From an optimization exercise on the open Yosys and OpenROAD flow, aimed at small area and a short achievable clock period; shortcuts taken in it are not production practice. RTL that was checked went through simulation tests only; none was proved equivalent to the original.

Setup of v6:
// mole_lane_rx
module mole_lane_rx (
    input  wire        clk,
    input  wire        rst,
    input  wire        in_valid,
    input  wire [1:0]  in_hdr,
    input  wire [63:0] in_data,
    output reg         out_valid,
    output reg  [1:0]  out_hdr,
    output reg  [63:0] out_data,
    output reg         sig_valid,
    output wire [7:0]  sig_code,
    output wire [39:0] sig_arg,
    output reg         frm_valid,
    output reg         frm_good,
    output reg  [1:0]  frm_class,
    output reg  [15:0] frm_seq,
    output reg  [6:0]  frm_dest,
    output reg  [6:0]  frm_words,
    output reg         aln_valid,
    output reg  [3:0]  aln_lane,
    output reg  [1:0]  aln_port,
    output reg  [15:0] aln_seq,
    output reg  [4:0]  aln_bip_errs,
    output reg  [15:0] cnt_block_err,
    output reg  [15:0] cnt_signal_bad,
    output reg  [15:0] cnt_crc_err,
    output reg  [15:0] cnt_bip_err,
    output reg         frozen,
    output reg         lane_drop
);
For scale: roughly 2,300 cells after synthesis, about 420 flip-flops, ~310 I/O pins.
export LEC_CHECK = 0
export CAP_MARGIN = 20
export CORE_MARGIN = 2
export CORE_UTILIZATION = 60
export CTS_CLUSTER_DIAMETER = 140
export CTS_CLUSTER_SIZE = 27
export SLEW_MARGIN = 20
create_clock -name core_clock -period 9.0 [get_ports {clk}]
standard.sh (not shown) runs the stock make flow with config.mk's settings and CLKGATE_MAP_FILE= SYNTH_SCRIPT=/design/flow/synth_recipe.tcl, a recipe that flattens the netlist after the stock synthesis.
==> flow/flow/run.sh <==
#!/bin/bash
# Standard layout, with fast port buffers and a tighter setup target for
# timing repair. Each tool's output goes to the ORFS logs under orfs/logs;
# make's own output goes to flow_make.log.
set -euo pipefail
bash standard.sh "BUFFER_PORTS_ARGS=-buffer_cell sky130_fd_sc_hd__buf_2" SETUP_SLACK_MARGIN=5.8 finish > flow_make.log 2>&1
#### Input delta (v7 over v6)
--- a/flow/design.v
+++ b/flow/design.v
@@ -82,51 +82,54 @@
     reg  [2:0]  sig_dist;     
     reg         s2_sig_bad;   
     reg  [4:0]  bip_h1, bip_h2, bip_h3;
     reg  [11:0] win_blocks;
     reg  [11:0] win_idles;
     assign sig_code = last_msg[7:0];
     assign sig_arg  = last_msg[47:8];
     reg         s1_align;
-    wire [63:0] p1 = out_data;
+    reg  [63:0] p1;
     wire fend_close = s1_fend && in_frame;
     wire in_frame_nx = s1_fsta ? 1'b1 : (s1_fend ? 1'b0 : in_frame);
     wire [7:0]  sig_syn;
     mole_lane_rx_crc8 u_crc8 (.p1(p1), .sig_syn(sig_syn));
     wire        sig_crc_ok = (sig_syn == 8'd0);
     wire        sig_dup    = (sig_dist <= 3'd4) && (p1[55:8] == last_msg);
     wire        sig_good   = s1_sig && sig_crc_ok;
     wire        sig_take   = sig_good && !sig_dup;
-    wire [31:0] crc_in    = s1_fsta ? FSTA_SEED : fcrc;
+    wire [31:0] crc_in    = fcrc;
     wire [31:0] crc_next;
     mole_lane_rx_crc32 u_crc32 (.crc_in(crc_in), .p1(p1), .crc_next(crc_next));
     wire        fend_good = (~fcrc == p1[39:8]) && (fcount == frm_words) &&
                             (frm_words != 7'd0) && (frm_words <= 7'd64);
     wire [6:0]  bip_sum4 = aln_bip_errs + bip_h1 + bip_h2 + bip_h3;
     wire [12:0] idles_now = win_idles + {11'b0, s1_idle};
     wire        s1_valid = out_valid;
     always @(posedge clk) begin
         out_hdr      <= in_hdr;
         out_data     <= payload;
+        p1           <= payload;
         s1_bgrp[0]   <= bip_grp[0];
         s1_bgrp[1]   <= bip_grp[1];
         s1_bgrp[2]   <= bip_grp[2];
         s1_bgrp[3]   <= bip_grp[3];
         aln_bip_errs <= bip_pop;
-        aln_lane     <= out_data[11:8];
-        aln_port     <= out_data[13:12];
-        aln_seq      <= out_data[31:16];
+        aln_lane     <= p1[11:8];
+        aln_port     <= p1[13:12];
+        aln_seq      <= p1[31:16];
         if (s1_fsta) begin
             frm_class <= p1[9:8];
             frm_seq   <= p1[31:16];
             frm_words <= p1[38:32];
             frm_dest  <= p1[46:40];
         end
-        if (s1_fsta || s1_data)
+        if (in_valid && c_fsta)
+            fcrc <= FSTA_SEED;
+        else if (s1_fsta || s1_data)
             fcrc <= crc_next;
         if (s1_fsta)
             fcount <= 7'd0;
         else if (s1_data && !(fcount[6] && fcount[0]))
             fcount <= fcount + 7'd1;
         if (sig_good)
             last_msg <= p1[55:8];
         if (rst) begin
==> comparison <==
v7 vs v6: highest fanout seen on the critical path down
Against v6, v7 comes in 1 higher on logic depth of the worst register-to-register path.
Taking v6 as the reference, in v7 relative area change from synthesis to final layout lost 0.72 points, final design instance area without fill moved up, via total after detailed routing rose 1.1%, placed standard-cell area rose by 160 µm².
NOTE: maximum clock rate in v7 falls short of that of v6
For v7, only the layout was checked, not whether the RTL still works.

Another version of the RTL of mole_lane_rx (not shown whole).
Size in the first run: roughly 2400 cells after synthesis, ~430 flip-flops, roughly 310 I/O pins.
Design mole_lane_rx, start of the top module:
module mole_lane_rx (
    input  wire        clk,
    input  wire        rst,
    input  wire        in_valid,
    input  wire [1:0]  in_hdr,
    input  wire [63:0] in_data,
    output reg         out_valid,
    output reg  [1:0]  out_hdr,
    output reg  [63:0] out_data,
    output reg         sig_valid,
    output wire [7:0]  sig_code,
    output wire [39:0] sig_arg,
    output reg         frm_valid,
    output reg         frm_good,
    output reg  [1:0]  frm_class,
    output reg  [15:0] frm_seq,
    output reg  [6:0]  frm_dest,
    output reg  [6:0]  frm_words,
    output reg         aln_valid,
    output reg  [3:0]  aln_lane,
    output reg  [1:0]  aln_port,
    output reg  [15:0] aln_seq,
    output reg  [4:0]  aln_bip_errs,
    output reg  [15:0] cnt_block_err,
    output reg  [15:0] cnt_signal_bad,
    output reg  [15:0] cnt_crc_err,
    output reg  [15:0] cnt_bip_err,
    output reg         frozen,
    output reg         lane_drop
);
export LEC_CHECK = 0
export CAP_MARGIN = 20
export CORE_MARGIN = 2
export CORE_UTILIZATION = 60
export CTS_CLUSTER_DIAMETER = 140
export CTS_CLUSTER_SIZE = 27
export SLEW_MARGIN = 20
create_clock -name core_clock -period 9.0 [get_ports {clk}]
Scripts as last shown in full above: flow/flow/run.sh
Edit:
--- a/flow/design.v
+++ b/flow/design.v
@@ -68,58 +68,55 @@
     integer g;
     always @(*) begin
         for (g = 0; g < 4; g = g + 1)
             bip_grp[g] = {2'b0, bip_diff[4*g]} + {2'b0, bip_diff[4*g+1]} +
                          {2'b0, bip_diff[4*g+2]} + {2'b0, bip_diff[4*g+3]};
     end
     wire [3:0]  bip_p01 = s1_bgrp[0] + s1_bgrp[1];
     wire [3:0]  bip_p23 = s1_bgrp[2] + s1_bgrp[3];
     wire [4:0]  bip_pop = bip_p01 + bip_p23;
-    wire [7:0]  sig_syn;
-    reg  [7:0]  s1_syn;
-    mole_lane_rx_crc8 u_crc8 (.p1(desc), .sig_syn(sig_syn));
     reg s1_data, s1_idle, s1_sig, s1_fsta, s1_fend, s1_err;
     reg         in_frame;
     reg  [31:0] fcrc;
     reg  [6:0]  fcount;       
     reg  [47:0] last_msg;     
     reg  [2:0]  sig_dist;     
     reg         s2_sig_bad;   
     reg  [4:0]  bip_h1, bip_h2, bip_h3;
     reg  [11:0] win_blocks;
     reg  [11:0] win_idles;
     assign sig_code = last_msg[7:0];
     assign sig_arg  = last_msg[47:8];
     reg         s1_align;
     wire [63:0] p1 = out_data;
     wire fend_close = s1_fend && in_frame;
     wire in_frame_nx = s1_fsta ? 1'b1 : (s1_fend ? 1'b0 : in_frame);
-    wire        sig_crc_ok = (s1_syn == 8'd0);
+    wire [7:0]  sig_syn;
+    mole_lane_rx_crc8 u_crc8 (.p1(p1), .sig_syn(sig_syn));
+    wire        sig_crc_ok = (sig_syn == 8'd0);
     wire        sig_dup    = (sig_dist <= 3'd4) && (p1[55:8] == last_msg);
     wire        sig_good   = s1_sig && sig_crc_ok;
     wire        sig_take   = sig_good && !sig_dup;
     wire [31:0] crc_in    = fcrc;
     wire [31:0] crc_next;
     mole_lane_rx_crc32 u_crc32 (.crc_in(crc_in), .p1(p1), .crc_next(crc_next));
     wire        fend_good = (~fcrc == p1[39:8]) && (fcount == frm_words) &&
                             (frm_words != 7'd0) && (frm_words <= 7'd64);
     wire [6:0]  bip_sum4 = aln_bip_errs + bip_h1 + bip_h2 + bip_h3;
     wire [12:0] idles_now = win_idles + {11'b0, s1_idle};
     wire        s1_valid = out_valid;
     always @(posedge clk) begin
         out_hdr      <= in_hdr;
         out_data     <= payload;
         s1_bgrp[0]   <= bip_grp[0];
         s1_bgrp[1]   <= bip_grp[1];
         s1_bgrp[2]   <= bip_grp[2];
         s1_bgrp[3]   <= bip_grp[3];
-        aln_bip_errs <= bip_pop;
-        s1_syn       <= sig_syn;
         aln_lane     <= out_data[11:8];
         aln_port     <= out_data[13:12];
         aln_seq      <= out_data[31:16];
         if (s1_fsta) begin
             frm_class <= p1[9:8];
             frm_seq   <= p1[31:16];
             frm_words <= p1[38:32];
             frm_dest  <= p1[46:40];
         end
@@ -148,18 +145,19 @@
             sig_valid     <= 1'b0;
             frm_valid     <= 1'b0;
             frm_good      <= 1'b0;
             cnt_block_err <= 16'b0;
             cnt_signal_bad<= 16'b0;
             cnt_crc_err   <= 16'b0;
             cnt_bip_err   <= 16'b0;
             frozen        <= 1'b0;
             lane_drop     <= 1'b0;
+            aln_bip_errs  <= 5'b0;
             sig_dist      <= 3'd7;
             s2_sig_bad    <= 1'b0;
             in_frame      <= 1'b0;
             bip_h1        <= 5'b0;
             bip_h2        <= 5'b0;
             bip_h3        <= 5'b0;
             win_blocks    <= 12'b0;
             win_idles     <= 12'b0;
         end else begin
@@ -189,22 +187,23 @@
                 cnt_block_err <= cnt_block_err + 16'd1;
             sig_valid <= sig_take;
             if (sig_take)
                 sig_dist <= 3'd1;
             else if (s1_valid && sig_dist != 3'd7)
                 sig_dist <= sig_dist + 3'd1;
             s2_sig_bad <= s1_sig && !sig_crc_ok;
             if (s2_sig_bad)
                 cnt_signal_bad <= cnt_signal_bad + 16'd1;
+            aln_bip_errs <= s1_align ? bip_pop : 5'd0;
+            cnt_bip_err  <= cnt_bip_err + {11'b0, aln_bip_errs};
+            if (bip_sum4 >= 7'd16)
+                lane_drop <= 1'b1;
             if (aln_valid) begin
-                cnt_bip_err <= cnt_bip_err + {11'b0, aln_bip_errs};
-                if (bip_sum4 >= 7'd16)
-                    lane_drop <= 1'b1;
                 bip_h3 <= bip_h2;
                 bip_h2 <= bip_h1;
                 bip_h1 <= aln_bip_errs;
             end
             if (s1_valid) begin
                 if (win_blocks == 12'd4095) begin
                     if (idles_now > 13'd3686)
                         frozen <= 1'b1;
                     else if (idles_now <= 13'd2048)
Outcome: The new run finished clean. Final cell count went down by about 3.5%. Global-route usage falls by 0.82 points. Critical path depth is lower by 8. Fmax decreases by 1.1%. Setup slack degrades by 0.035 ns.
The RTL of the first run of this note was laid out without a check of its function.

[re-timing with driven ports]
How much do the figures lean on ideal ports? The routed layouts below were timed once more, with nothing changed but the port constraints. Step 1: set_driving_cell puts a clkbuf_16 on clk and a buf_2 on each other input, an assumption about the parent block. Step 2 adds t to the input delays and takes it off the output delays; t is the mean of the earliest and latest rising clock arrival at the registers after step 1. Input paths then give back, and output paths get back, about the clock's delay inside the block. Three values: ideal ports, drivers, drivers and shift; two values: the first two.
run	shift t [ns]	setup slack, ns	worst slew at a driven data input, ns
v6	0.601	5.817 / 5.758 / 5.250	0.04
v7	0.603	5.793 / 5.734 / 5.290	0.06
the first run of note 2	0.601	5.808 / 5.758 / 5.233	0.05
the second run of note 2	0.601	5.773 / 5.715 / 5.254	0.07
After both steps setup and hold are still met in every run listed. For the first run of note 2, which loses most, drivers alone change the setup slack by -0.050 ns; drivers and shift together by -0.575 ns.
